This is an optimization exercise on Yosys and OpenROAD, whose aim is small area, a short achievable clock period and few clock cycles per item, not a production implementation.
Function was checked by simulation only, so behaviour that the tests miss may differ from the original.

===== flow/design.v =====
module aes_sbox_top (
    input  wire [7:0]  in,
    output wire [21:0] mid
);
    wire U0 = in[7], U1 = in[6], U2 = in[5], U3 = in[4];
    wire U4 = in[3], U5 = in[2], U6 = in[1], U7 = in[0];
    wire T1  = U0 ^ U3,   T2  = U0 ^ U5,   T3  = U0 ^ U6,   T4  = U3 ^ U5;
    wire T5  = U4 ^ U6,   T6  = T1 ^ T5,   T7  = U1 ^ U2,   T8  = U7 ^ T6;
    wire T9  = U7 ^ T7,   T10 = T6 ^ T7,   T11 = U1 ^ U5,   T12 = U2 ^ U5;
    wire T13 = T3 ^ T4,   T14 = T6 ^ T11,  T15 = T5 ^ T11,  T16 = T5 ^ T12;
    wire T17 = T9 ^ T16,  T18 = U3 ^ U7,   T19 = T7 ^ T18,  T20 = T1 ^ T19;
    wire T21 = U6 ^ U7,   T22 = T7 ^ T21,  T23 = T2 ^ T22,  T24 = T2 ^ T10;
    wire T25 = T20 ^ T17, T26 = T3 ^ T16,  T27 = T1 ^ T12;
    wire M1  = T13 & T6,  M2  = T23 & T8,  M3  = T14 ^ M1,  M4  = T19 & U7;
    wire M5  = M4 ^ M1,   M6  = T3 & T16,  M7  = T22 & T9,  M8  = T26 ^ M6;
    wire M9  = T20 & T17, M10 = M9 ^ M6,   M11 = T1 & T15,  M12 = T4 & T27;
    wire M13 = M12 ^ M11, M14 = T2 & T10,  M15 = M14 ^ M11, M16 = M3 ^ M2;
    wire M17 = M5 ^ T24,  M18 = M8 ^ M7,   M19 = M10 ^ M15, M20 = M16 ^ M13;
    wire M21 = M17 ^ M15, M22 = M18 ^ M13, M23 = M19 ^ T25, M24 = M22 ^ M23;
    wire M25 = M22 & M20, M26 = M21 ^ M25, M27 = M20 ^ M21, M28 = M23 ^ M25;
    wire M29 = M28 & M27, M30 = M26 & M24, M31 = M20 & M23, M32 = M27 & M31;
    wire M33 = M27 ^ M25, M34 = M21 & M22, M35 = M24 & M34, M36 = M24 ^ M25;
    wire M37 = M21 ^ M29, M38 = M32 ^ M33, M39 = M23 ^ M30, M40 = M35 ^ M36;
    assign mid = {M37, M38, M39, M40,
                  T1, T2, T3, T4, T6, T8, T9, T10, T13,
                  T15, T16, T17, T19, T20, T22, T23, T27, U7};
endmodule
module aes_sbox_bot (
    input  wire [21:0] mid,
    output wire [7:0]  out
);
    wire M37 = mid[21], M38 = mid[20], M39 = mid[19], M40 = mid[18];
    wire T1  = mid[17], T2  = mid[16], T3  = mid[15], T4  = mid[14];
    wire T6  = mid[13], T8  = mid[12], T9  = mid[11], T10 = mid[10];
    wire T13 = mid[9],  T15 = mid[8],  T16 = mid[7],  T17 = mid[6];
    wire T19 = mid[5],  T20 = mid[4],  T22 = mid[3],  T23 = mid[2];
    wire T27 = mid[1],  U7  = mid[0];
    wire M41 = M38 ^ M40, M42 = M37 ^ M39, M43 = M37 ^ M38, M44 = M39 ^ M40;
    wire M45 = M42 ^ M41;
    wire M46 = M44 & T6,  M47 = M40 & T8,  M48 = M39 & U7,  M49 = M43 & T16;
    wire M50 = M38 & T9,  M51 = M37 & T17, M52 = M42 & T15, M53 = M45 & T27;
    wire M54 = M41 & T10, M55 = M44 & T13, M56 = M40 & T23, M57 = M39 & T19;
    wire M58 = M43 & T3,  M59 = M38 & T22, M60 = M37 & T20, M61 = M42 & T1;
    wire M62 = M45 & T4,  M63 = M41 & T2;
    wire L0  = M61 ^ M62, L1  = M50 ^ M56, L2  = M46 ^ M48, L3  = M47 ^ M55;
    wire L4  = M54 ^ M58, L5  = M49 ^ M61, L6  = M62 ^ L5,  L7  = M46 ^ L3;
    wire L8  = M51 ^ M59, L9  = M52 ^ M53, L10 = M53 ^ L4,  L11 = M60 ^ L2;
    wire L12 = M48 ^ M51, L13 = M50 ^ L0,  L14 = M52 ^ M61, L15 = M55 ^ L1;
    wire L16 = M56 ^ L0,  L17 = M57 ^ L1,  L18 = M58 ^ L8,  L19 = M63 ^ L4;
    wire L20 = L0 ^ L1,   L21 = L1 ^ L7,   L22 = L3 ^ L12,  L23 = L18 ^ L2;
    wire L24 = L15 ^ L9,  L25 = L6 ^ L10,  L26 = L7 ^ L9,   L27 = L8 ^ L10;
    wire L28 = L11 ^ L14, L29 = L11 ^ L17;
    assign out[7] = L6 ^ L24;
    assign out[6] = ~(L16 ^ L26);
    assign out[5] = ~(L19 ^ L28);
    assign out[4] = L6 ^ L21;
    assign out[3] = L20 ^ L22;
    assign out[2] = L25 ^ L29;
    assign out[1] = ~(L13 ^ L27);
    assign out[0] = ~(L6 ^ L23);
endmodule
module aes_sbox (
    input  wire [7:0] in,
    output wire [7:0] out
);
    wire [21:0] mid;
    aes_sbox_top u_top (.in(in), .mid(mid));
    aes_sbox_bot u_bot (.mid(mid), .out(out));
endmodule
module aes256_core (
    input  wire         clk,
    input  wire         rst,         
    input  wire         start,
    input  wire [255:0] key,
    input  wire [127:0] block_in,
    output wire         ready,
    output reg          done,
    output wire [127:0] block_out
);
    genvar i;
    reg         a_v;             
    reg  [3:0]  a_r;             
    reg [127:0] a_x;             
    reg [127:0] a_k0;            
    reg [127:0] a_k1;            
    reg         b_v;
    reg  [3:0]  b_r;
    reg [351:0] b_m;             
    reg [127:0] b_k0;            
    reg [127:0] b_k1;            
    reg  [87:0] b_km;            
    reg         rdy;             
    reg [127:0] out_q;
    assign ready     = rdy;
    assign block_out = out_q;
    wire [127:0] ark = a_x ^ a_k0;
    wire [351:0] a_m;
    wire  [87:0] a_km;
    generate
        for (i = 0; i < 16; i = i + 1) begin : g_sa
            aes_sbox_top u_top (
                .in  (ark[127 - 8*i -: 8]),
                .mid (a_m[351 - 22*i -: 22])
            );
        end
        for (i = 0; i < 4; i = i + 1) begin : g_ka
            aes_sbox_top u_top (
                .in  (a_k1[31 - 8*i -: 8]),
                .mid (a_km[87 - 22*i -: 22])
            );
        end
    endgenerate
    wire [127:0] sub_bytes;
    wire [127:0] shift_rows;
    wire [127:0] mix_columns;
    wire  [31:0] sub_word;
    generate
        for (i = 0; i < 16; i = i + 1) begin : g_sb
            aes_sbox_bot u_bot (
                .mid (b_m[351 - 22*i -: 22]),
                .out (sub_bytes[127 - 8*i -: 8])
            );
        end
        for (i = 0; i < 4; i = i + 1) begin : g_kb
            aes_sbox_bot u_bot (
                .mid (b_km[87 - 22*i -: 22]),
                .out (sub_word[31 - 8*i -: 8])
            );
        end
    endgenerate
    generate
        for (i = 0; i < 16; i = i + 1) begin : g_shift
            localparam integer R = i % 4;
            localparam integer C = i / 4;
            localparam integer SRC = 4 * ((C + R) % 4) + R;
            assign shift_rows[127 - 8*i -: 8] = sub_bytes[127 - 8*SRC -: 8];
        end
    endgenerate
    function [7:0] xtime(input [7:0] b);
        xtime = {b[6:0], 1'b0} ^ (b[7] ? 8'h1b : 8'h00);
    endfunction
    function [31:0] mix_column(input [31:0] col);
        reg [7:0] a0, a1, a2, a3;
        begin
            a0 = col[31:24];
            a1 = col[23:16];
            a2 = col[15:8];
            a3 = col[7:0];
            mix_column[31:24] = xtime(a0 ^ a1) ^ a1 ^ a2 ^ a3;
            mix_column[23:16] = xtime(a1 ^ a2) ^ a2 ^ a3 ^ a0;
            mix_column[15:8]  = xtime(a2 ^ a3) ^ a3 ^ a0 ^ a1;
            mix_column[7:0]   = xtime(a3 ^ a0) ^ a0 ^ a1 ^ a2;
        end
    endfunction
    generate
        for (i = 0; i < 4; i = i + 1) begin : g_mix
            assign mix_columns[127 - 32*i -: 32] = mix_column(shift_rows[127 - 32*i -: 32]);
        end
    endgenerate
    reg [7:0] rcon;
    always @(*) begin
        case (b_r[3:1])
            3'd0:    rcon = 8'h01;
            3'd1:    rcon = 8'h02;
            3'd2:    rcon = 8'h04;
            3'd3:    rcon = 8'h08;
            3'd4:    rcon = 8'h10;
            3'd5:    rcon = 8'h20;
            3'd6:    rcon = 8'h40;
            default: rcon = 8'h80;
        endcase
    end
    wire [31:0] temp = b_r[0] ? sub_word
                              : ({sub_word[23:0], sub_word[31:24]} ^ {rcon, 24'h0});
    wire [31:0] p0 = b_k0[127:96];
    wire [31:0] p1 = p0 ^ b_k0[95:64];
    wire [31:0] p2 = p1 ^ b_k0[63:32];
    wire [31:0] p3 = p2 ^ b_k0[31:0];
    wire [127:0] k_next = {p0 ^ temp, p1 ^ temp, p2 ^ temp, p3 ^ temp};
    wire b_last = (b_r == 4'd13);
    wire take   = !b_v || b_last;    
    always @(posedge clk) begin
        b_m  <= a_m;
        b_km <= a_km;
        b_k0 <= a_k0;
        b_k1 <= a_k1;
        b_r  <= a_r;
        if (rdy) begin
            a_x  <= block_in;
            a_k0 <= key[255:128];
            a_k1 <= key[127:0];
            a_r  <= 4'd0;
        end else begin
            a_x  <= mix_columns;
            a_k0 <= b_k1;
            a_k1 <= k_next;
            a_r  <= b_r + 4'd1;
        end
        out_q <= shift_rows ^ b_k1;
        if (rst) begin
            a_v  <= 1'b0;
            b_v  <= 1'b0;
            rdy  <= 1'b1;
            done <= 1'b0;
        end else begin
            a_v  <= rdy ? start : b_v;
            b_v  <= a_v;
            rdy  <= !a_v || (a_r == 4'd13);
            done <= b_v && b_last;
        end
    end
endmodule

===== flow/run.sh =====
#!/bin/bash
# synth_recipe.tcl (not shown) runs the flow's synth.tcl, then flattens the netlist and writes it again
# the make line also repeats each setting of config.mk as NAME=value (left out here)
make -C /OpenROAD-flow-scripts/flow DESIGN_CONFIG=/design/flow/config.mk WORK_HOME=/design/flow/orfs CLKGATE_MAP_FILE= SYNTH_SCRIPT=/design/flow/synth_recipe.tcl finish

===== flow/config.mk =====
export PLATFORM = sky130hd
export DESIGN_NAME = aes256_core
export DESIGN_NICKNAME = aes256_core
export VERILOG_FILES = /design/flow/design.v
export SDC_FILE = /design/flow/constraint.sdc
export NUM_CORES = 4
export LEC_CHECK = 0
export CAP_MARGIN = 40
export CELL_PAD_IN_SITES_DETAIL_PLACEMENT = 1
export CELL_PAD_IN_SITES_GLOBAL_PLACEMENT = 2
export CORE_MARGIN = 2
export CORE_UTILIZATION = 45
export PLACE_DENSITY = 0.6
export SETUP_SLACK_MARGIN = 5
export SLEW_MARGIN = 60

===== flow/constraint.sdc =====
create_clock -name core_clock -period 10.0 [get_ports {clk}]
set_input_delay 2.0000 -clock core_clock [delete_from_list [all_inputs] [get_ports {clk}]]
set_output_delay 2.0000 -clock core_clock [all_outputs]
set_load 0.01 [all_outputs]

==> impl_metrics.yaml, run 1 <==
setup_path:
  rr_startpoint: "b_m[329]"
  crit_path_start_kind: "flip-flop"
  reg2regPathDepth: 9
  critical_path_class: "reg2reg"
  cp_max_fo: 11
  r2r_end: "a_x[17]"
  r2r_slack_ns: 5.86
  cp.required_ns: 10.67
  critical_path_arrival_ns: 4.81
  worst_setup_path_end_kind: "flip-flop"
grt:
  grt_pass1_wl_um: 336000
  grt_max_degree: 81
  grt_usage_pct: 31.6
  antenna_found_initial: 17
  first_global_vias: 48227
  grt_overflow_total: 0
drt:
  wl_per_cell_um: 26.4
  vias: 46883
  drtAntennaViolNets: 0
  routed_wl_um: 236000
  drc: 0
  first_pass_iters: 5
  viasPerCell: 5.26
  drt-initial-drc-count: 2898
sta:
  hold_violations: 0
  setup_ws_ns: 5.86
  finClkSkew_ns: 0.0198
  setup_viol: 0
  relSlewSlack_pct: 56.7
  fmax_mhz: 241
  period_minus_slack_ns: 4.14
  tns_ns: 0
  hold_ws_ns: 0.320
  tightest_slew_ns: 0.647
  drv_slew: 0
  rsz0062_at_grt: "false"
  min_period_over_period_pct: 41.4
synthesis:
  dominantRegCellSynth: "dfxtp_1"
  syn_area_mm2: 0.0644
  yosysWarnings: 1
  avgSynthCellArea_um2: 10.1
  synthesis.nets: 6822
  ys_seq_area_share_pct: 37.8
  synthCells: 6393
  synth_edf_count: 0
  ys_ff_latch: 1216
  async_flop_share_pct: 0
  yosysUniqueCellTypes: 81
finish:
  final_core_util_pct: 55.8
  syn2layout_area_growth_pct: 22.7
  drive_above_1_share_pct: 13.7
  multi_input_area_mm2: 0.0409
  fillers: 15096
  final_nets: 7332
  design_area_mm2: 0.0791
  seq_area_mm2: 0.0244
die:
  io-pin-count: 517
  fp.dieH_um: 382
  dieArea_mm2: 0.146
  num_rows: 138
  fp.coreArea_mm2: 0.142
  fp.dieW_um: 382
  initial_utilization_pct: 45.5
clocking:
  cts_buffers: 140
  cts_sinks: 1216
  clk_latency_ns: 0.79
  cts_hold_buf: 0
  cts_tree: "built"
  root_buffer: "clkbuf_16"
  cts.reportedPaths.clkPinSlew_ns: 0.06
  cts_max_level: 4
  cts_max_path_buffers: 3
  cts_setup_buffers: 0
  cts-resized-gates: 0
place:
  dp_slack_ns: 5.91
  place_hpwl_um: 191000
  placed_area_mm2: 0.0735
  portBuffers: 516
  globalplace.congestion: 0.903
hold_path:
  hold_path_end: "b_k1[62]"
  holdCritPathClass: "reg2reg"
  holdPathStages: 0
  min-delay-start: "a_k1[62]"
outcome:
  status: "finished clean"
flow_run:
  drv_cap: 0
[kinds of logic after synthesis]
family	share of synthesized area (%)
mux	7.29
buf+inv	2.84
flops	37.8
xor+xnor	34.5
compound gates	9.39
simple gates	7.42
fa+ha+maj	0.816
[synth_stat cells, types with 62 or more instances]
library cell,number,share of area (%)
xnor2_1,1335,18
o22ai_1,71,0.69
o21ai_0,381,3.0
nor2b_1,85,0.83
nand2_1,498,2.9
xor2_1,639,8.7
mux2_2,256,4.5
mux2i_1,181,2.8
a22oi_1,62,0.72
clkbuf_1,143,0.83
xnor3_1,161,5.6
nor2_1,206,1.2
dfxtp_1,1216,38
inv_1,244,1.4
a21oi_1,196,1.5
[placed cells by master (no fill, tap or decap), types with 26 or more instances in the layout]
cell / instances
ha_1: 42
xor2_1: 571
nand2_1: 498
xnor3_1: 157
dfxtp_2: 40
nor3_1: 51
xnor2_1: 1129
nor2b_1: 85
inv_1: 244
mux2_2: 256
xnor2_2: 210
nand2b_1: 35
xor2_2: 63
clkbuf_8: 28
a21oi_1: 196
buf_4: 52
o21ai_0: 376
nand3_1: 55
dfxtp_1: 1175
clkdlybuf4s50_1: 516
nor2_1: 206
nor3b_1: 38
mux2i_1: 172
o22ai_1: 70
clkbuf_1: 27
clkbuf_16: 143
a21boi_0: 27
o211ai_1: 26
a22oi_1: 62
[sequential cells by signal, indices dropped and copies added (netlist names)]
register,flops
a_k0,128
a_k1,128
a_r,4
a_v,1
a_x,128
b_k0,128
b_k1,124
b_km,88
b_m,352
b_r,4
b_v,1
done,1
out_q,128
rdy,1
[routing by layer]
metal,vias up,wire length [um],global-route usage [%]
li1,22242,-,-
met1,23275,106000,42.8
met2,1078,109000,51.1
met3,286,10600,3.94
met4,2,10300,12.4
met5,-,12,0
[worst max-delay path by stage]
stage                        start  endpoint  slack [ns]  cells after the start
final                     b_m[329]   a_x[17]        5.86                      9
after global placement    b_m[304]   a_x[36]        5.68                      8
after CTS                 b_m[329]   a_x[17]        5.88                      9
after floorplan           b_m[327]   a_x[17]        6.75                     10
after global routing      b_m[329]   a_x[17]        5.73                      9
after detailed placement  b_m[329]   a_x[17]        5.91                      9
[cell type report]
| type | instances | area share [%] |
|---|---|---|
| Clock inverter | 54 | 0.894 |
| Inverter | 245 | 1.17 |
| Sequential cell | 1216 | 30.8 |
| Multi-Input combinational cell | 4712 | 51.7 |
| Timing Repair Buffer | 588 | 7.30 |
| Tap cell | 1890 | 2.99 |
| Antenna cell | 6 | 0.0190 |
| Clock buffer | 197 | 5.12 |
[critical path, stage by stage, from the launching register on]
cell and delay (ns):
dfxtp_1 0.67, xnor2_4 0.23, mux2i_1 0.14, o22ai_2 0.29, xnor3_1 0.58, xor3_2 0.67
xor2_2 0.45, xnor3_1 0.50, xnor2_1 0.16, mux2_2 0.32
[stage by stage]
stage	instances
detailed placement	8649
global route	8902
global placement	8626
finish	8908
floorplan	6393
CTS	8900
Testbench counts, summed over its fixed seeds: cycles 44,816, items 3,200.
==> run 2, diff against run 1 <==
==> flow/flow/run.sh (new file) <==
#!/bin/bash
set -euo pipefail
bash standard.sh SETUP_SLACK_MARGIN=7 finish > flow.log 2>&1
==> flow/standard.sh (new file) <==
#!/bin/bash
# synth_recipe.tcl (not shown) runs the flow's synth.tcl, then flattens the netlist and writes it again
# the make line also repeats each setting of config.mk as NAME=value (left out here)
make -C /OpenROAD-flow-scripts/flow DESIGN_CONFIG=/design/flow/config.mk WORK_HOME=/design/flow/orfs CLKGATE_MAP_FILE= SYNTH_SCRIPT=/design/flow/synth_recipe.tcl "${@:-finish}"
removed: flow/run.sh
==> impl_metrics.yaml, run 2 <==
drt:
  viasPerCell: 5.50
  wl_per_cell_um: 29.3
  wl_met2_um: 135000
  drt-met1-wl_um: 113000
  drtAntennaViolNets: 0
  vias: 53072
  wl_met3_um: 15500
  drt-initial-drc-count: 3652
  first_pass_iters: 5
  top_layer: "met5"
  routed_wl_um: 282000
  drc: 0
clocking:
  cts.reportedPaths.clkPinSlew_ns: 0.08
  clk_latency_ns: 0.81
  root_buffer: "clkbuf_16"
  cts_buffers: 137
  cts_max_path_buffers: 3
  cts_tree: "built"
  cts_max_level: 4
  cts_sinks: 1216
  cts_hold_buf: 0
sta:
  min_period_over_period_pct: 34.0
  finClkSkew_ns: 0.0366
  tightest_slew_ns: 0.687
  setup_viol: 0
  tns_ns: 0
  period_minus_slack_ns: 3.40
  relSlewSlack_pct: 53.8
  drv_slew: 0
  hold_violations: 0
  fmax_mhz: 294
  rsz0062_at_grt: "true"
die:
  fp.dieH_um: 382
  num_rows: 138
  io-pin-count: 517
  fp.dieW_um: 382
  dieArea_mm2: 0.146
  initial_utilization_pct: 45.5
  fp.coreArea_mm2: 0.142
finish:
  final_common_cell: "dfxtp_1"
  largest_reg_flops: 352
  largest-register: "b_m"
  syn2layout_area_growth_pct: 46.2
  drive_above_1_share_pct: 36.0
  layout_common_cells: "dfxtp_1, xnor2_1, buf_4, nand2_1, xor2_1"
  final_nets: 8071
setup_path:
  critical_path_class: "reg2reg"
  crit_path_start_kind: "flip-flop"
  rr_startpoint: "b_m[42]"
  startpoint: "b_m[42]"
  cp_max_fo: 11
  worst_setup_path_end_kind: "flip-flop"
  critical_path_arrival_ns: 4.04
  cp.required_ns: 10.64
flow_run:
  drv_cap: 0
synthesis:
  avgSynthCellArea_um2: 10.1
  dominantRegCellSynth: "dfxtp_1"
  ys_top_cells_by_count: "xnor2_1, dfxtp_1, xor2_1"
  syn_area_mm2: 0.0644
  yosysUniqueCellTypes: 81
  synth_area_leaders: "dfxtp_1, xnor2_1, xor2_1, xnor3_1, mux2_2"
  synth_edf_count: 0
  yosysWarnings: 1
  async_flop_share_pct: 0
  yosys.area.top_type: "dfxtp_1"
  synthCells: 6393
  ys_seq_area_share_pct: 37.8
  yosysMostFrequentCell: "xnor2_1"
  synthesis.nets: 6822
  yosys.area.top_type_share_pct: 37.8
  ys_ff_latch: 1216
place:
  globalplace.congestion: 0.902
  place_hpwl_um: 188000
  portBuffers: 516
grt:
  grt_usage_pct: 33.5
  first_global_vias: 52222
  grt_pass1_wl_um: 358000
  antenna_found_initial: 22
  grt_max_degree: 91
  grt_overflow_total: 0
hold_path:
  holdCritPathClass: "reg2reg"
  min-delay-start: "a_k1[106]"
outcome:
  status: "finished clean"
==> run 2: path summary, 6_finish.rpt <==
check | cells past startpoint | end | slack [ns]
worst min register to register | 0 | b_k1[106] | 0.31
worst max register to register | 9 | a_x[75] | 6.60
worst min-delay path | 0 | b_k1[106] | 0.31
worst max-delay path | 9 | a_x[75] | 6.60
==> run 2: critical path, stage by stage, from the launching register on <==
cell and delay, ns:
dfxtp_4 0.41, xnor2_2 0.28, nor2_1 0.10, o21ai_0 0.22, o21ai_2 0.14, xnor2_2 0.22, xnor3_2 0.66, xor2_4 0.34
xnor3_1 0.41, o21ai_0 0.46
==> run 2: kinds of logic after synthesis <==
logic type      share of synthesized area [%]
compound gates                           9.39
buf+inv                                  2.84
mux                                      7.29
fa+ha+maj                               0.816
xor+xnor                                 34.5
flops                                    37.8
simple gates                             7.42
==> run 2: through the flow <==
step	hold WS, ns	utilization (%)	worst slack, ns	std cells	instance area (um^2)
2_1_floorplan	0.310	-	6.96	6393	64700
3_3_place_gp	0.310	50.6	5.35	8623	71700
3_5_place_dp	0.313	52.0	6.02	8646	73700
4_1_cts	0.313	61.0	6.57	9241	86500
5_1_grt	0.323	66.4	6.60	9645	94200
6_report	0.314	66.4	6.60	9651	94200
==> run 2: what timing repair did <==
| item | in CTS | in global routing |
|---|---|---|
| endpoints found under the setup margin | 460 | 383 |
| resized for setup | 1502 | 675 |
| pin swaps | 245 | 341 |
| buffers inserted | 341 | 401 |
| cloned | 2 | 1 |
==> run 2: cell type report <==
type | count | area (um^2)
fillers | 14084 | 47600
clock buffers | 190 | 3980
diodes | 6 | 15.0
repair buffers | 1328 | 12300
flip-flops and latches | 1216 | 24900
clock inverters | 62 | 772
multi-input cells | 4714 | 48900
well taps | 1890 | 2360
inverters | 245 | 932
==> run 2: per-layer routing <==
metal	vias up	global-route usage, %
li1	23671	-
met1	26842	43.6
met2	1897	55.7
met3	658	4.19
met4	4	15.1
met5	-	0
==> run 3, diff against run 2 <==
--- a/flow/design.v
+++ b/flow/design.v
@@ -186,5 +186,5 @@
         b_k1 <= a_k1;
         b_r  <= a_r;
-        if (rdy) begin
+        if (take) begin
             a_x  <= block_in;
             a_k0 <= key[255:128];
@@ -204,5 +204,5 @@
             done <= 1'b0;
         end else begin
-            a_v  <= rdy ? start : b_v;
+            a_v  <= take ? start : b_v;
             b_v  <= a_v;
             rdy  <= !a_v || (a_r == 4'd13);
==> flow/run.sh (new file) <==
#!/bin/bash
# synth_recipe.tcl (not shown) runs the flow's synth.tcl, then flattens the netlist and writes it again
# the make line also repeats each setting of config.mk as NAME=value (left out here)
make -C /OpenROAD-flow-scripts/flow DESIGN_CONFIG=/design/flow/config.mk WORK_HOME=/design/flow/orfs CLKGATE_MAP_FILE= SYNTH_SCRIPT=/design/flow/synth_recipe.tcl finish
removed: flow/flow/run.sh
removed: flow/standard.sh
==> impl_metrics.yaml, run 3 <==
clocking:
  clk_latency_ns: 0.80
  cts_hold_buf: 0
  root_buffer: "clkbuf_16"
  cts_buffers: 140
  cts_max_path_buffers: 3
  cts.reportedPaths.clkPinSlew_ns: 0.06
  cts_tree: "built"
  cts_setup_buffers: 0
  cts-resized-gates: 0
  cts_sinks: 1216
  cts_max_level: 4
drt:
  drtAntennaViolNets: 0
  first_pass_iters: 7
  routed_wl_um: 240000
  drt-initial-drc-count: 3337
  vias: 47955
  wl_per_cell_um: 26.2
  viasPerCell: 5.24
  drc: 0
synthesis:
  dominantRegCellSynth: "dfxtp_1"
  avgSynthCellArea_um2: 9.60
  synth_edf_count: 0
  ys_ff_latch: 1216
  yosys.area.top_type: "dfxtp_1"
  yosys.area.top_type_share_pct: 38.2
  async_flop_share_pct: 0
  yosysMostFrequentCell: "xnor2_1"
  ys_top_cells_by_count: "xnor2_1, dfxtp_1, nand2_1"
  yosysUniqueCellTypes: 83
  ys_seq_area_share_pct: 38.2
  synth_area_leaders: "dfxtp_1, xnor2_1, xor2_1, nand2_1, xnor3_1"
  yosysWarnings: 1
  synthCells: 6643
  synthesis.nets: 7072
  syn_area_mm2: 0.0638
grt:
  grt_overflow_total: 0
  grt_pass1_wl_um: 343000
  antenna_found_initial: 15
  first_global_vias: 49273
  grt_max_degree: 82
  grt_usage_pct: 32.4
sta:
  setup_viol: 0
  finClkSkew_ns: 0.0316
  rsz0062_at_grt: "false"
  relSlewSlack_pct: 53.1
  drv_slew: 0
  period_minus_slack_ns: 4.17
  min_period_over_period_pct: 41.7
  hold_ws_ns: 0.321
  setup_ws_ns: 5.83
  hold_violations: 0
  tns_ns: 0
  tightest_slew_ns: 0.699
  fmax_mhz: 240
setup_path:
  cp_max_fo: 11
  critical_path_arrival_ns: 4.79
  crit_path_start_kind: "flip-flop"
  crit_slowest_cell: "dfxtp_1"
  cp_top_family: "XOR/XNOR gates"
  worst_setup_path_end_kind: "flip-flop"
  cp.required_ns: 10.62
  crit_buf_inv: 0
  max_stage_delay_ns: 0.65
  worstPathCellList: "xnor2_2, mux2i_1, o22ai_2, xnor3_1, xor2_2, xnor2_1, xnor3_1, xnor2_1, o21ai_0"
  critical_path_class: "reg2reg"
die:
  initial_utilization_pct: 45.2
  fp.coreArea_mm2: 0.141
  dieArea_mm2: 0.145
  fp.dieW_um: 380
  io-pin-count: 517
  fp.dieH_um: 380
  num_rows: 138
finish:
  fillers: 15546
  final_common_cell: "dfxtp_1"
  layout_common_cells: "dfxtp_1, xnor2_1, nand2_1, xor2_1, clkdlybuf4s50_1"
  largest-register: "b_m"
  syn2layout_area_growth_pct: 22.6
  final_nets: 7582
  drive_above_1_share_pct: 11.4
  largest_reg_flops: 352
flow_run:
  drv_cap: 0
hold_path:
  holdCritPathClass: "reg2reg"
outcome:
  status: "finished clean"
place:
  portBuffers: 516
  place_hpwl_um: 195000
  globalplace.congestion: 0.921
  dp_slack_ns: 5.88
[run 3: cell families after synthesis]
| logic type | count (synthesis) | share of synthesized area, % |
|---|---|---|
| XOR/XNOR | 2250 | 34.9 |
| multiplexers | 228 | 3.74 |
| flip-flops | 1216 | 38.2 |
| buffers and inverters | 427 | 2.68 |
| adder cells (fa/ha/maj) | 43 | 0.840 |
| AO/OA/AOI/OAI | 904 | 8.80 |
| AND/OR/NAND/NOR | 1575 | 10.9 |
[run 3: worst paths after layout]
check        startpoint   endpoint  slack [ns]  cells after the start
max            b_m[151]    a_x[76]        5.83                      9
min           a_k1[127]  b_k1[127]        0.32                      0
max reg2reg    b_m[151]    a_x[76]        5.83                      9
min reg2reg   a_k1[127]  b_k1[127]        0.32                      0
[run 3: worst reg2reg max path, cell delays in order, from the launching register on]
cell,delay (ns)
dfxtp_1,0.65
xnor2_2,0.27
mux2i_1,0.15
o22ai_2,0.34
xnor3_1,0.65
xor2_2,0.55
xnor2_1,0.32
xnor3_1,0.52
xnor2_1,0.14
o21ai_0,0.42
[run 3: per-stage QoR]
stage	util, %	std cells	area (um^2)
floorplan	-	6643	63800
global placement	50.2	8879	70900
detailed placement	51.5	8901	72700
CTS	54.9	9155	77500
global route	55.4	9155	78200
finish	55.4	9160	78200
[run 3: metal layers]
| metal | vias to the layer above | track usage [%] | wire length [um] |
|---|---|---|---|
| met3 | 288 | 4.56 | 11800 |
| met5 | - | 0 | 13 |
| met2 | 1217 | 51.8 | 109000 |
| met4 | 2 | 10.3 | 7980 |
| met1 | 23779 | 44.9 | 111000 |
| li1 | 22669 | - | - |
[run 3: cell type report]
type                            count  area [um^2]  area share, %
Multi-Input combinational cell   5000        40000           51.1
Sequential cell                  1216        24400           31.2
Timing Repair Buffer              597         5890           7.53
Clock buffer                      190         4020           5.14
Tap cell                         1890         2360           3.02
Clock inverter                     64          797           1.02
Inverter                          198          743          0.950
Antenna cell                        5         12.5         0.0160
Testbench counts of run 3, summed over its fixed seeds: cycles 44,816, items 3,200.
==> run 4, diff against run 3 <==
--- a/flow/config.mk
+++ b/flow/config.mk
@@ -6,4 +6,5 @@
 export NUM_CORES = 4
 export LEC_CHECK = 0
+export ABC_AREA = 1
 export CAP_MARGIN = 40
 export CELL_PAD_IN_SITES_DETAIL_PLACEMENT = 1
==> impl_metrics.yaml, run 4 <==
outcome:
  status: "finished clean"
sta:
  setup_viol: 0
  hold_ws_ns: 0.316
  min_period_over_period_pct: 37.8
  fmax_mhz: 265
  hold_violations: 0
  drv_slew: 0
  period_minus_slack_ns: 3.78
  rsz0062_at_grt: "false"
  tns_ns: 0
  finClkSkew_ns: 0.0357
  tightest_slew_ns: 0.644
  relSlewSlack_pct: 57.0
synthesis:
  synth_xor_area_share_pct: 18.1
  synth_top_family_by_area: "simple AND/OR/NAND/NOR gates"
  yosys.area.top_type: "dfxtp_1"
  yosysWarnings: 1
  synthSimpleGateAreaFrac_pct: 39.2
  ys_ff_latch: 1216
  synthesis.nets: 11206
  yosysMostFrequentCell: "nand2_1"
  yosys.area.top_type_share_pct: 34.4
  synthAdderAreaFrac_pct: 0.742
  ys_top_cells_by_count: "nand2_1, dfxtp_1, nand3_1"
  yosysUniqueCellTypes: 40
  dominantRegCellSynth: "dfxtp_1"
  synth_edf_count: 0
  avgSynthCellArea_um2: 6.57
  synthMuxAreaShare_pct: 0
  synth_compound_area_share_pct: 1.07
  syn_area_mm2: 0.0708
  synthCells: 10777
  ys_seq_area_share_pct: 34.4
  async_flop_share_pct: 0
  synth_area_leaders: "dfxtp_1, nand2_1, xor2_1, nand3_1, xnor2_1"
drt:
  wl_per_cell_um: 23.1
  first_pass_iters: 6
  viasPerCell: 5.35
  drc: 0
  vias: 72333
  routed_wl_um: 313000
  drt-initial-drc-count: 5735
  drtAntennaViolNets: 0
finish:
  design_area_mm2: 0.0840
  final_common_cell: "nand2_1"
  largest-register: "b_m"
  final_nets: 11773
  layout_common_cells: "nand2_1, dfxtp_1, nand3_1, inv_1, xor2_1"
  syn2layout_area_growth_pct: 18.6
  drive_above_1_share_pct: 5.05
  largest_reg_flops: 352
flow_run:
  drv_cap: 0
setup_path:
  critical_path_class: "reg2out"
  crit_path_start_kind: "flip-flop"
  worstPathCellList: "clkdlybuf4s50_1"
  cp.required_ns: 8.00
  worst_setup_path_end_kind: "primary output"
  max_stage_delay_ns: 0.57
  r2r_slack_ns: 6.49
  reg2regPathDepth: 15
  rr_startpoint: "a_x[119]"
  r2r_end: "b_m[327]"
  cp_max_fo: 1
  crit_slowest_cell: "clkdlybuf4s50_1"
  cp_top_family: "buffers and inverters"
  crit_buf_inv: 1
  critical_path_arrival_ns: 1.78
clocking:
  cts_buffers: 142
  cts_tree: "built"
  cts.reportedPaths.clkPinSlew_ns: 0.06
  clk_latency_ns: 0.81
  root_buffer: "clkbuf_16"
  cts-resized-gates: 0
  cts_hold_buf: 0
  cts_max_level: 4
  cts_max_path_buffers: 3
  cts_setup_buffers: 0
  cts_sinks: 1216
place:
  portBuffers: 516
  globalplace.congestion: 1.03
  place_hpwl_um: 258000
  placed_area_mm2: 0.0788
die:
  io-pin-count: 517
  initial_utilization_pct: 45.3
  num_rows: 145
  dieArea_mm2: 0.161
  fp.coreArea_mm2: 0.156
  fp.dieW_um: 401
  fp.dieH_um: 401
hold_path:
  holdPathStages: 0
  holdCritPathClass: "reg2reg"
  hold_path_end: "b_k1[115]"
  min-delay-start: "a_k1[115]"
grt:
  grt_max_degree: 90
  grt_overflow_total: 0
  first_global_vias: 73119
  grt_pass1_wl_um: 456000
  antenna_found_initial: 13
  grt_usage_pct: 37.7
run 4: changes by cell type after synthesis, sizes merged, moves of 61 or more:
| cell | delta |
|---|---|
| nor2b | -86 |
| a21oi | -180 |
| nand3 | +1111 |
| nand3b | +92 |
| mux2i | -144 |
| clkbuf | -65 |
| inv | +926 |
| xnor3 | -129 |
| o21ai | -233 |
| nand2 | +4198 |
| nand4 | +61 |
| a22oi | -61 |
| xnor2 | -787 |
| mux2 | -84 |
run 4: how the worst max path moves through the flow:
| stage | from | endpoint | slack (ns) | cells after the start |
|---|---|---|---|---|
| after global routing | out_q[112] | block_out[112] | 6.21 | 1 |
| after detailed placement | a_k0[102] | b_m[285] | 6.67 | 17 |
| after floorplan | a_k0[37] | b_m[107] | 7.27 | 16 |
| final | rdy | ready | 6.22 | 1 |
| after global placement | b_r[0] | a_k1[104] | 6.27 | 7 |
| after CTS | rdy | ready | 6.20 | 1 |
run 4: layout make-up:
cell class / count / area, um^2
multi-input cells: 8327 / 42500
repair buffers: 530 / 5410
well taps: 2058 / 2570
clock buffers: 189 / 4000
diodes: 3 / 7.51
inverters: 1127 / 4250
clock inverters: 71 / 882
fillers: 20582 / 72200
flip-flops and latches: 1216 / 24300
run 4: kinds of logic after synthesis:
| group | count (synthesis) |
|---|---|
| AOI/OAI and AO/OA | 145 |
| xor gates and xnor gates | 1362 |
| adders and majority gates | 42 |
| buffers and inverters | 1234 |
| DFF | 1216 |
| and+or+nand+nor | 6778 |
run 4: per-stage QoR:
step                      std cells  worst slack [ns]  util [%]
final                         13521              6.22      53.8
after global routing          13520              6.21      53.8
after CTS                     13515              6.20      53.6
after detailed placement      13255              6.67      50.5
after global placement        13254              6.27      50.1
after floorplan               10777              7.27         -
run 4: layer usage:
layer / track usage (%) / part of all wire, % / up-vias
li1: - / - / 34080
met1: 48.4 / 42 / 35093
met2: 59.9 / 44 / 2527
met3: 5.91 / 7.4 / 631
met4: 22.2 / 6.7 / 2
met5: 0 / 0.0042 / -
==> run 5, diff against run 4 <==
==> flow/flow/run.sh (new file) <==
#!/bin/bash
set -euo pipefail
bash standard.sh SETUP_SLACK_MARGIN=6.5 finish > flow.log 2>&1
==> flow/standard.sh (new file) <==
#!/bin/bash
# synth_recipe.tcl (not shown) runs the flow's synth.tcl, then flattens the netlist and writes it again
# the make line also repeats each setting of config.mk as NAME=value (left out here)
make -C /OpenROAD-flow-scripts/flow DESIGN_CONFIG=/design/flow/config.mk WORK_HOME=/design/flow/orfs CLKGATE_MAP_FILE= SYNTH_SCRIPT=/design/flow/synth_recipe.tcl "${@:-finish}"
--- a/flow/config.mk
+++ b/flow/config.mk
@@ -6,11 +6,9 @@
 export NUM_CORES = 4
 export LEC_CHECK = 0
-export ABC_AREA = 1
 export CAP_MARGIN = 40
 export CELL_PAD_IN_SITES_DETAIL_PLACEMENT = 1
 export CELL_PAD_IN_SITES_GLOBAL_PLACEMENT = 2
 export CORE_MARGIN = 2
-export CORE_UTILIZATION = 45
-export PLACE_DENSITY = 0.6
-export SETUP_SLACK_MARGIN = 5
+export CORE_UTILIZATION = 55
+export PLACE_DENSITY = 0.7
 export SLEW_MARGIN = 60
removed: flow/run.sh
==> impl_metrics.yaml, run 5 <==
synthesis:
  syn_area_mm2: 0.0638
  yosysWarnings: 1
  yosys.area.top_type_share_pct: 38.2
  synthCells: 6643
  yosys.area.top_type: "dfxtp_1"
  synth_area_leaders: "dfxtp_1, xnor2_1, xor2_1, nand2_1, xnor3_1"
  ys_top_cells_by_count: "xnor2_1, dfxtp_1, nand2_1"
  avgSynthCellArea_um2: 9.60
  async_flop_share_pct: 0
  ys_ff_latch: 1216
  dominantRegCellSynth: "dfxtp_1"
  synth_edf_count: 0
  ys_seq_area_share_pct: 38.2
  yosysMostFrequentCell: "xnor2_1"
  yosysUniqueCellTypes: 83
  synthesis.nets: 7072
drt:
  drc: 0
  viasPerCell: 6.36
  wl_per_cell_um: 34.3
  routed_wl_um: 302000
  first_pass_iters: 6
  vias: 56049
  drtAntennaViolNets: 0
  drt-initial-drc-count: 6752
die:
  num_rows: 124
  io-pin-count: 517
  fp.dieH_um: 345
  fp.coreArea_mm2: 0.115
  fp.dieW_um: 345
  initial_utilization_pct: 55.6
  dieArea_mm2: 0.119
sta:
  drv_slew: 0
  min_period_over_period_pct: 39.6
  fmax_mhz: 253
  rsz0062_at_grt: "true"
  relSlewSlack_pct: 42.8
  hold_ws_ns: 0.317
  setup_viol: 0
  tns_ns: 0
  tightest_slew_ns: 0.852
  period_minus_slack_ns: 3.96
  hold_violations: 0
  finClkSkew_ns: 0.0387
grt:
  grt_usage_pct: 42.2
  first_global_vias: 54380
  grt_pass1_wl_um: 366000
  grt_overflow_total: 0
  antenna_found_initial: 36
  grt_max_degree: 109
setup_path:
  worst_setup_path_end_kind: "flip-flop"
  reg2regPathDepth: 9
  critical_path_arrival_ns: 4.61
  crit_path_start_kind: "flip-flop"
  r2r_end: "a_x[81]"
  rr_startpoint: "b_m[284]"
  critical_path_class: "reg2reg"
  cp_max_fo: 9
  cp.required_ns: 10.65
  r2r_slack_ns: 6.04
finish:
  layout_common_cells: "dfxtp_1, xnor2_1, nand2_1, xor2_1, clkdlybuf4s50_1"
  multi_input_area_mm2: 0.0422
  drive_above_1_share_pct: 14.7
  largest-register: "b_m"
  seq_area_mm2: 0.0245
  final_common_cell: "dfxtp_1"
  final_nets: 7609
  syn2layout_area_growth_pct: 25.2
  fillers: 11813
  largest_reg_flops: 352
clocking:
  root_buffer: "clkbuf_16"
  cts_hold_buf: 0
  cts_max_level: 4
  cts_max_path_buffers: 3
  cts_sinks: 1216
  cts.reportedPaths.clkPinSlew_ns: 0.07
  clk_latency_ns: 0.82
  cts_buffers: 134
  cts_tree: "built"
place:
  place_hpwl_um: 189000
  globalplace.congestion: 0.977
  portBuffers: 516
outcome:
  status: "finished clean"
flow_run:
  drv_cap: 0
hold_path:
  holdPathStages: 0
  min-delay-start: "a_k1[110]"
  hold_path_end: "b_k1[110]"
  holdCritPathClass: "reg2reg"
run 5: cell count changes after synthesis, sizes merged, moves of 86 or more:
| cell | previous run | this run |
|---|---|---|
| nand2 | 5180 | 982 |
| nand3 | 1164 | 53 |
| inv | 1124 | 198 |
| xnor2 | 606 | 1393 |
| o21ai | 117 | 350 |
| a21oi | 18 | 198 |
| mux2i | 0 | 144 |
| xnor3 | 0 | 129 |
| nand3b | 96 | 4 |
| nor2b | 0 | 86 |
run 5: critical path, stage by stage, from the launching register on:
cell and delay [ns]:
dfxtp_2 0.50, xor2_4 0.35, a21oi_1 0.14, nor4_2 0.43, xor2_1 0.36, xnor3_2 0.54
xor2_2 0.29, xnor2_1 0.53, xnor2_1 0.19, o21ai_0 0.47
run 5: kinds of logic (layout without fill, tap and decap cells):
logic type / Yosys count / count (layout) / synth area share [%]
AOI/OAI and AO/OA: 904 / 904 / 8.80
other: 0 / 15 / 0
buffers and inverters: 427 / 1065 / 2.68
and+or+nand+nor: 1575 / 1575 / 10.9
muxes: 228 / 228 / 3.74
adders and majority gates: 43 / 43 / 0.840
DFF: 1216 / 1216 / 38.2
xor gates and xnor gates: 2250 / 2250 / 34.9
run 5: worst max path at each step:
stage / from / end / slack, ns / cells past startpoint
2_1_floorplan: a_k0[15] / b_m[41] / 6.91 / 10
3_3_place_gp: b_m[194] / a_x[42] / 5.89 / 9
3_5_place_dp: b_m[40] / a_x[82] / 6.03 / 8
4_1_cts: b_m[63] / a_x[51] / 6.47 / 9
5_1_grt: b_m[284] / a_x[81] / 5.84 / 9
6_report: b_m[284] / a_x[81] / 6.04 / 9
run 5: through the flow:
| stage | setup slack (ns) | cell area, um^2 | instances | util [%] |
|---|---|---|---|---|
| 3_5_place_dp | 6.03 | 72000 | 8495 | 62.8 |
| 5_1_grt | 5.84 | 79800 | 8793 | 69.6 |
| 4_1_cts | 6.47 | 77100 | 8743 | 67.2 |
| 2_1_floorplan | 6.91 | 63800 | 6643 | - |
| 3_3_place_gp | 5.89 | 70200 | 8481 | 61.3 |
| 6_report | 6.04 | 79900 | 8808 | 69.7 |
run 5: final cells by class:
cell class / count / area share, %
tap: 1512 / 2.37
clock inverter: 56 / 0.852
multi-input combinational: 5000 / 52.8
sequential: 1216 / 30.7
timing repair buffer: 630 / 7.56
antenna: 15 / 0.0470
inverter: 198 / 0.931
clock buffer: 181 / 4.76
run 5: metal layers:
metal  part of all wire [%]  wire length, um  up-vias  GRT usage, %
met2                     44           132000     4250          65.6
met5                  0.055              165        -             0
met1                     35           106000    27562          53.0
met3                     11            33700     1521          8.84
met4                     10            30400       24          28.0
li1                       -                -    22692             -
run 5: repair_timing:
item	4_1_cts	5_1_grt
buffers inserted	11	47
gates resized for setup	271	204
pin swaps	13	31
setup endpoints to repair	265	167
==> run 6, diff against run 5 <==
--- a/flow/config.mk
+++ b/flow/config.mk
@@ -6,4 +6,5 @@
 export NUM_CORES = 4
 export LEC_CHECK = 0
+export ABC_AREA = 1
 export CAP_MARGIN = 40
 export CELL_PAD_IN_SITES_DETAIL_PLACEMENT = 1
==> impl_metrics.yaml, run 6 <==
synthesis:
  yosysWarnings: 1
  yosysMostFrequentCell: "nand2_1"
  ys_seq_area_share_pct: 34.4
  dominantRegCellSynth: "dfxtp_1"
  synth_edf_count: 0
  yosys.area.top_type: "dfxtp_1"
  synth_area_leaders: "dfxtp_1, nand2_1, xor2_1, nand3_1, xnor2_1"
  async_flop_share_pct: 0
  synthCells: 10777
  synthesis.nets: 11206
  avgSynthCellArea_um2: 6.57
  syn_area_mm2: 0.0708
  ys_ff_latch: 1216
  yosysUniqueCellTypes: 40
  yosys.area.top_type_share_pct: 34.4
  ys_top_cells_by_count: "nand2_1, dfxtp_1, nand3_1"
die:
  initial_utilization_pct: 55.5
  fp.dieW_um: 363
  fp.dieH_um: 363
  num_rows: 131
outcome:
  tool.error: "[ERROR GPL-0301] Utilization 111.866 % exceeds 100%."
  status: "stopped before the end"
  stop_stage: "3_1_place_gp_skip_io"
run 6: cell types whose count changed after synthesis, moves of 92 or more:
cell / before / now
nand2_1: 982 / 5149
nand3_1: 52 / 1159
inv_1: 198 / 1087
xnor2_1: 1356 / 531
o21ai_0: 344 / 92
a21oi_1: 197 / 18
mux2i_1: 144 / 0
xnor3_1: 125 / 0
nand3b_1: 4 / 96
run 6: cells by family after synthesis:
kind of cell	after synthesis	share of synthesized area, %
DFF	1216	34.4
adders and majority gates	42	0.742
and+or+nand+nor	6778	39.2
xor gates and xnor gates	1362	18.1
buffers and inverters	1234	6.56
AOI/OAI and AO/OA	145	1.07
==> run 7, diff against run 6 <==
==> flow/flow/run.sh (replaced) <==
#!/bin/bash
set -euo pipefail
bash standard.sh synth floorplan > flow_synth_floorplan.log 2>&1
bash standard.sh SETUP_SLACK_MARGIN=6.5 finish > flow_place_route.log 2>&1
==> impl_metrics.yaml, run 7 <==
die:
  num_rows: 131
  initial_utilization_pct: 55.5
  fp.dieW_um: 363
  fp.dieH_um: 363
synthesis:
  synthCells: 10777
  yosysWarnings: 1
  yosys.area.top_type_share_pct: 34.4
  syn_area_mm2: 0.0708
  async_flop_share_pct: 0
  synth_area_leaders: "dfxtp_1, nand2_1, xor2_1, nand3_1, xnor2_1"
  ys_top_cells_by_count: "nand2_1, dfxtp_1, nand3_1"
  yosys.area.top_type: "dfxtp_1"
  yosysMostFrequentCell: "nand2_1"
  yosysUniqueCellTypes: 40
  avgSynthCellArea_um2: 6.57
  ys_ff_latch: 1216
  dominantRegCellSynth: "dfxtp_1"
  synth_edf_count: 0
  ys_seq_area_share_pct: 34.4
  synthesis.nets: 11206
outcome:
  stop_stage: "3_1_place_gp_skip_io"
  tool.error: "[ERROR GPL-0301] Utilization 111.866 % exceeds 100%."
  status: "stopped before the end"
run 7: cell counts after synthesis:
Identical to the previous run, type by type.
run 7: cell families after synthesis:
logic type                 count (synthesis)  share of synthesized area, %
AOI/OAI and AO/OA                        145                          1.07
xor gates and xnor gates                1362                          18.1
adders and majority gates                 42                         0.742
buffers and inverters                   1234                          6.56
DFF                                     1216                          34.4
and+or+nand+nor                         6778                          39.2
==> run 8, diff against run 7 <==
--- a/flow/design.v
+++ b/flow/design.v
@@ -186,5 +186,5 @@
         b_k1 <= a_k1;
         b_r  <= a_r;
-        if (take) begin
+        if (rdy) begin
             a_x  <= block_in;
             a_k0 <= key[255:128];
@@ -204,5 +204,5 @@
             done <= 1'b0;
         end else begin
-            a_v  <= take ? start : b_v;
+            a_v  <= rdy ? start : b_v;
             b_v  <= a_v;
             rdy  <= !a_v || (a_r == 4'd13);
==> flow/run.sh (new file) <==
#!/bin/bash
# synth_recipe.tcl (not shown) runs the flow's synth.tcl, then flattens the netlist and writes it again
# the make line also repeats each setting of config.mk as NAME=value (left out here)
make -C /OpenROAD-flow-scripts/flow DESIGN_CONFIG=/design/flow/config.mk WORK_HOME=/design/flow/orfs CLKGATE_MAP_FILE= SYNTH_SCRIPT=/design/flow/synth_recipe.tcl finish
==> flow/config.mk (replaced) <==
export PLATFORM = sky130hd
export DESIGN_NAME = aes256_core
export DESIGN_NICKNAME = aes256_core
export VERILOG_FILES = /design/flow/design.v
export SDC_FILE = /design/flow/constraint.sdc
export NUM_CORES = 4
export LEC_CHECK = 0
export CAP_MARGIN = 20
export CELL_PAD_IN_SITES_DETAIL_PLACEMENT = 1
export CELL_PAD_IN_SITES_GLOBAL_PLACEMENT = 2
export CORE_MARGIN = 2
export CORE_UTILIZATION = 20
export PLACE_DENSITY = 0.35
export SLEW_MARGIN = 20
removed: flow/flow/run.sh
removed: flow/standard.sh
==> impl_metrics.yaml, run 8 <==
setup_path:
  cp.required_ns: 10.63
  critical_path_arrival_ns: 4.98
  max_stage_delay_ns: 0.73
  critical_path_class: "reg2reg"
  worstPathCellList: "xor2_1, and2_1, nor2_1, o22ai_1, xnor2_1, buf_4, xnor3_1, xnor3_1, xnor2_1, o21ai_0"
  crit_slowest_cell: "o21ai_0"
  cp_max_fo: 12
  crit_path_start_kind: "flip-flop"
  worst_setup_path_end_kind: "flip-flop"
finish:
  final_common_cell: "xnor2_1"
  fillers: 36176
  final_core_util_pct: 25.2
  multi_input_area_mm2: 0.0385
  seq_area_mm2: 0.0243
  layout_common_cells: "xnor2_1, dfxtp_1, xor2_1, clkdlybuf4s50_1, nand2_1"
  final_nets: 7415
  design_area_mm2: 0.0810
  largest-register: "b_m"
  drive_above_1_share_pct: 10.4
  largest_reg_flops: 352
  syn2layout_area_growth_pct: 25.6
place:
  place_hpwl_um: 259000
  globalplace.congestion: 0.767
  placed_area_mm2: 0.0752
  portBuffers: 516
sta:
  fmax_mhz: 230
  rsz0062_at_grt: "false"
  min_period_over_period_pct: 43.5
  period_minus_slack_ns: 4.35
  drv_slew: 0
  relSlewSlack_pct: 18.8
  hold_ws_ns: 0.291
  finClkSkew_ns: 0.0432
  tightest_slew_ns: 1.21
  hold_violations: 0
  setup_viol: 0
  tns_ns: 0
die:
  fp.coreArea_mm2: 0.321
  num_rows: 208
  dieArea_mm2: 0.327
  io-pin-count: 517
  fp.dieH_um: 572
  fp.dieW_um: 572
  initial_utilization_pct: 20.1
synthesis:
  synth_xor_area_share_pct: 34.5
  avgSynthCellArea_um2: 10.1
  synthesis.nets: 6822
  synthAdderAreaFrac_pct: 0.816
  synthMuxAreaShare_pct: 7.29
  synthSimpleGateAreaFrac_pct: 7.42
  synth_area_leaders: "dfxtp_1, xnor2_1, xor2_1, xnor3_1, mux2_2"
  yosysUniqueCellTypes: 81
  synth_compound_area_share_pct: 9.39
  synth_edf_count: 0
  dominantRegCellSynth: "dfxtp_1"
  syn_area_mm2: 0.0644
  async_flop_share_pct: 0
  ys_seq_area_share_pct: 37.8
  yosys.area.top_type_share_pct: 37.8
  ys_ff_latch: 1216
  synth_top_family_by_area: "XOR/XNOR gates"
  yosysMostFrequentCell: "xnor2_1"
  ys_top_cells_by_count: "xnor2_1, dfxtp_1, xor2_1"
  yosysWarnings: 1
  yosys.area.top_type: "dfxtp_1"
  synthCells: 6393
clocking:
  cts_buffers: 170
  cts.reportedPaths.clkPinSlew_ns: 0.06
  cts_max_level: 4
  clk_latency_ns: 0.86
  cts-resized-gates: 0
  cts_max_path_buffers: 4
  cts_setup_buffers: 0
  root_buffer: "clkbuf_16"
  cts_sinks: 1216
  cts_hold_buf: 0
  cts_tree: "built"
drt:
  viasPerCell: 4.03
  drt-initial-drc-count: 1976
  drc: 0
  vias: 46113
  first_pass_iters: 5
  drtAntennaViolNets: 0
  routed_wl_um: 312000
  wl_per_cell_um: 27.3
outcome:
  status: "finished clean"
grt:
  antenna_found_initial: 46
  grt_overflow_total: 0
  grt_usage_pct: 18.7
  grt_pass1_wl_um: 423000
  first_global_vias: 49247
  grt_max_degree: 145
hold_path:
  holdCritPathClass: "reg2reg"
flow_run:
  drv_cap: 0
==> run 8: cell count changes after synthesis, sizes merged, moves of 181 or more <==
| cell | previous run | this run |
|---|---|---|
| xnor2 | 606 | 1362 |
| o21ai | 117 | 390 |
| inv | 1124 | 245 |
| nand2 | 5180 | 498 |
| mux2i | 0 | 181 |
| mux2 | 0 | 256 |
| nand3 | 1164 | 56 |
==> run 8: cell families after synthesis <==
kind of cell    after synthesis
compound gates              984
simple gates               1051
fa+ha+maj                    42
xor+xnor                   2198
buf+inv                     465
flops                      1216
mux                         437
==> run 8: cell type report <==
cell class | instances | area share, %
Inverter | 245 | 1.14
Antenna cell | 14 | 0.0433
Sequential cell | 1216 | 30.1
Tap cell | 4305 | 6.65
Clock buffer | 241 | 6.07
Multi-Input combinational cell | 4712 | 47.5
Timing Repair Buffer | 641 | 7.57
Clock inverter | 66 | 0.947
==> run 8: worst max-delay path: cells and delay by family (launching register included) <==
kind | cells | cell delay (ns)
and+or+nand+nor | 2 | 0.34
xor gates and xnor gates | 5 | 1.88
DFF | 1 | 0.67
buffers and inverters | 1 | 0.20
AOI/OAI and AO/OA | 2 | 1.05
==> run 8: stage by stage <==
| stage | std cells | worst slack, ns |
|---|---|---|
| 6_report | 11440 | 5.65 |
| 5_1_grt | 11429 | 5.40 |
| 4_1_cts | 11425 | 5.49 |
| 3_5_place_dp | 11118 | 5.49 |
| 3_3_place_gp | 11117 | 5.25 |
| 2_1_floorplan | 6393 | 6.75 |
==> run 8: final timing paths <==
path / to / startpoint / cells past startpoint / slack, ns
max: a_x[12] / b_m[216] / 10 / 5.65
min: b_k1[115] / a_k1[115] / 0 / 0.29
max reg2reg: a_x[12] / b_m[216] / 10 / 5.65
min reg2reg: b_k1[115] / a_k1[115] / 0 / 0.29
==> run 8: per-layer routing <==
layer	GRT usage, %	share of wire (%)	wire, um
met5	0	0.021	64
met4	3.45	1.7	5170
met3	2.30	3.0	9250
met2	31.4	47	147000
met1	25.8	48	151000
Testbench counts of run 8, summed over its fixed seeds: cycles 44,816, items 3,200.
==> run 9, diff against run 8 <==
--- a/flow/design.v
+++ b/flow/design.v
@@ -186,5 +186,5 @@
         b_k1 <= a_k1;
         b_r  <= a_r;
-        if (rdy) begin
+        if (take) begin
             a_x  <= block_in;
             a_k0 <= key[255:128];
@@ -204,5 +204,5 @@
             done <= 1'b0;
         end else begin
-            a_v  <= rdy ? start : b_v;
+            a_v  <= take ? start : b_v;
             b_v  <= a_v;
             rdy  <= !a_v || (a_r == 4'd13);
==> flow/config.mk (replaced) <==
export PLATFORM = sky130hd
export DESIGN_NAME = aes256_core
export DESIGN_NICKNAME = aes256_core
export VERILOG_FILES = /design/flow/design.v
export SDC_FILE = /design/flow/constraint.sdc
export NUM_CORES = 4
export LEC_CHECK = 0
export ABC_AREA = 1
export CAP_MARGIN = 40
export CELL_PAD_IN_SITES_DETAIL_PLACEMENT = 0
export CELL_PAD_IN_SITES_GLOBAL_PLACEMENT = 0
export CORE_MARGIN = 2
export CORE_UTILIZATION = 45
export PLACE_DENSITY = 0.6
export SETUP_SLACK_MARGIN = 5
export SLEW_MARGIN = 60
==> impl_metrics.yaml, run 9 <==
sta:
  period_minus_slack_ns: 3.76
  min_period_over_period_pct: 37.6
  relSlewSlack_pct: 58.3
  drv_slew: 0
  tightest_slew_ns: 0.624
  tns_ns: 0
  finClkSkew_ns: 0.0301
  setup_viol: 0
  rsz0062_at_grt: "false"
  hold_violations: 0
  fmax_mhz: 266
finish:
  largest_reg_flops: 352
  drive_above_1_share_pct: 5.20
  final_nets: 11771
  fillers: 15319
  final_common_cell: "nand2_1"
  syn2layout_area_growth_pct: 18.8
  design_area_mm2: 0.0842
  layout_common_cells: "nand2_1, dfxtp_1, nand3_1, inv_1, xor2_1"
  largest-register: "b_m"
  seq_area_mm2: 0.0243
  multi_input_area_mm2: 0.0427
grt:
  grtUsageMet3_pct: 5.63
  grt_overflow_total: 0
  first_global_vias: 63975
  grt_max_degree: 134
  grt_pass1_wl_um: 410000
  antenna_found_initial: 12
  grt-busiest-layer: "met2"
  grt_use_met2_pct: 53.6
  grt_usage_pct: 34.5
  gr-usage-met1_pct: 46.4
die:
  initial_utilization_pct: 45.3
  fp.coreArea_mm2: 0.156
  dieArea_mm2: 0.161
  num_rows: 145
  io-pin-count: 517
  fp.dieW_um: 401
  fp.dieH_um: 401
setup_path:
  worstPathCellList: "clkdlybuf4s50_1"
  r2r_end: "b_m[195]"
  cp.required_ns: 8.00
  endpoint: "done"
  startpoint: "done"
  cp_max_fo: 1
  cp_top_family: "buffers and inverters"
  rr_startpoint: "a_x[70]"
  crit_slowest_cell: "clkdlybuf4s50_1"
  critical_path_class: "reg2out"
  worst_setup_path_end_kind: "primary output"
  r2r_slack_ns: 6.56
  max_stage_delay_ns: 0.57
  reg2regPathDepth: 16
  critical_path_arrival_ns: 1.76
  cp.depth: 1
  crit_path_start_kind: "flip-flop"
  crit_buf_inv: 1
clocking:
  cts_tree: "built"
  cts.reportedPaths.clkPinSlew_ns: 0.06
  cts_hold_buf: 0
  cts_buffers: 137
  cts_max_level: 4
  clk_latency_ns: 0.81
  cts_setup_buffers: 0
  cts-resized-gates: 0
  cts_sinks: 1216
  root_buffer: "clkbuf_16"
  cts_max_path_buffers: 3
synthesis:
  synthesis.nets: 11206
  synth_area_leaders: "dfxtp_1, nand2_1, xor2_1, nand3_1, xnor2_1"
  yosysWarnings: 1
  yosys.area.top_type: "dfxtp_1"
  ys_top_cells_by_count: "nand2_1, dfxtp_1, nand3_1"
  syn_area_mm2: 0.0708
  async_flop_share_pct: 0
  synth_edf_count: 0
  synthCells: 10777
  avgSynthCellArea_um2: 6.57
  yosys.area.top_type_share_pct: 34.4
  ys_seq_area_share_pct: 34.4
  yosysMostFrequentCell: "nand2_1"
  dominantRegCellSynth: "dfxtp_1"
  yosysUniqueCellTypes: 40
  ys_ff_latch: 1216
flow_run:
  drv_cap: 0
hold_path:
  holdCritPathClass: "reg2reg"
drt:
  viasPerCell: 5.14
  wl_per_cell_um: 21.2
  routed_wl_um: 286000
  drc: 0
  drt-initial-drc-count: 6892
  first_pass_iters: 7
  vias: 69431
  drtAntennaViolNets: 0
place:
  place_hpwl_um: 239000
  placed_area_mm2: 0.0790
  globalplace.congestion: 1.00
  portBuffers: 516
outcome:
  status: "finished clean"
[run 9: cells by family after synthesis]
logic type | after synthesis | share of synthesized area [%]
and+or+nand+nor | 6778 | 39.2
xor gates and xnor gates | 1362 | 18.1
adders and majority gates | 42 | 0.742
AOI/OAI and AO/OA | 145 | 1.07
buffers and inverters | 1234 | 6.56
DFF | 1216 | 34.4
[run 9: how the worst min path moves through the flow]
stage / from / endpoint / cells past startpoint
finish: a_k1[62] / b_k1[62] / 0
detailed placement: a_k1[124] / b_k1[124] / 0
global route: a_k1[99] / b_k1[99] / 0
global placement: a_k1[104] / b_k1[104] / 0
CTS: a_k1[118] / b_k1[118] / 0
floorplan: a_k1[100] / b_k1[100] / 0
[run 9: metrics by stage]
step	cells	utilization [%]	hold slack, ns	worst slack, ns
CTS	13507	53.7	0.325	6.18
global placement	13253	50.1	0.310	6.09
global route	13510	53.9	0.329	6.20
floorplan	10777	-	0.310	7.27
finish	13513	53.9	0.325	6.24
detailed placement	13258	50.6	0.312	6.55
[run 9: layout make-up]
type                            instances  area share (%)
Tap cell                             2058            3.06
Clock inverter                         66            1.12
Inverter                             1127            5.05
Timing Repair Buffer                  533            6.49
Multi-Input combinational cell       8327            50.7
Antenna cell                            3         0.00892
Sequential cell                      1216            28.9
Clock buffer                          183            4.60
[run 9: layer usage]
| layer | share of wire (%) | wire length, um |
|---|---|---|
| met1 | 43 | 124000 |
| met2 | 43 | 124000 |
| met3 | 8.0 | 23000 |
| met4 | 5.4 | 15400 |
| met5 | 0.020 | 58 |
Testbench counts of run 9, summed over its fixed seeds: cycles 44,816, items 3,200.

[static timing again, ports no longer ideal]
The flow's constraints put no driver on any port. The routed layouts listed below were extracted and timed again, unchanged, in two steps.
Step 1 assumes that a clkbuf_16 drives the clock port and a buf_2 every other input.
Step 2 also shifts input and output timing later by t, the mid clock arrival at the registers, as if the neighbouring blocks saw the same clock.
Slacks: ideal / step 1 / step 2; pairs: ideal / step 1.
run	shift t [ns]	slack for setup (ns)	slew at the worst register clock pin (ns)	worst slew at a driven data input, ns	pins driven straight from the clock port
run 1	0.867	5.858 / 5.858 / 5.858	0.06 / 0.06	0.08	1
run 2	0.873	6.601 / 6.535 / 6.601	0.08 / 0.08	0.11	1
run 3	0.863	5.830 / 5.830 / 5.830	0.07 / 0.07	0.15	1
run 4	0.883	6.220 / 6.128 / 6.485	0.07 / 0.07	0.11	1
run 5	0.882	6.044 / 6.044 / 6.044	0.08 / 0.08	0.13	1
run 8	0.940	5.649 / 5.649 / 5.649	0.06 / 0.06	0.28	1
run 9	0.877	6.235 / 6.149 / 6.560	0.07 / 0.07	0.10	1
After both steps setup and hold are still met in every run listed.
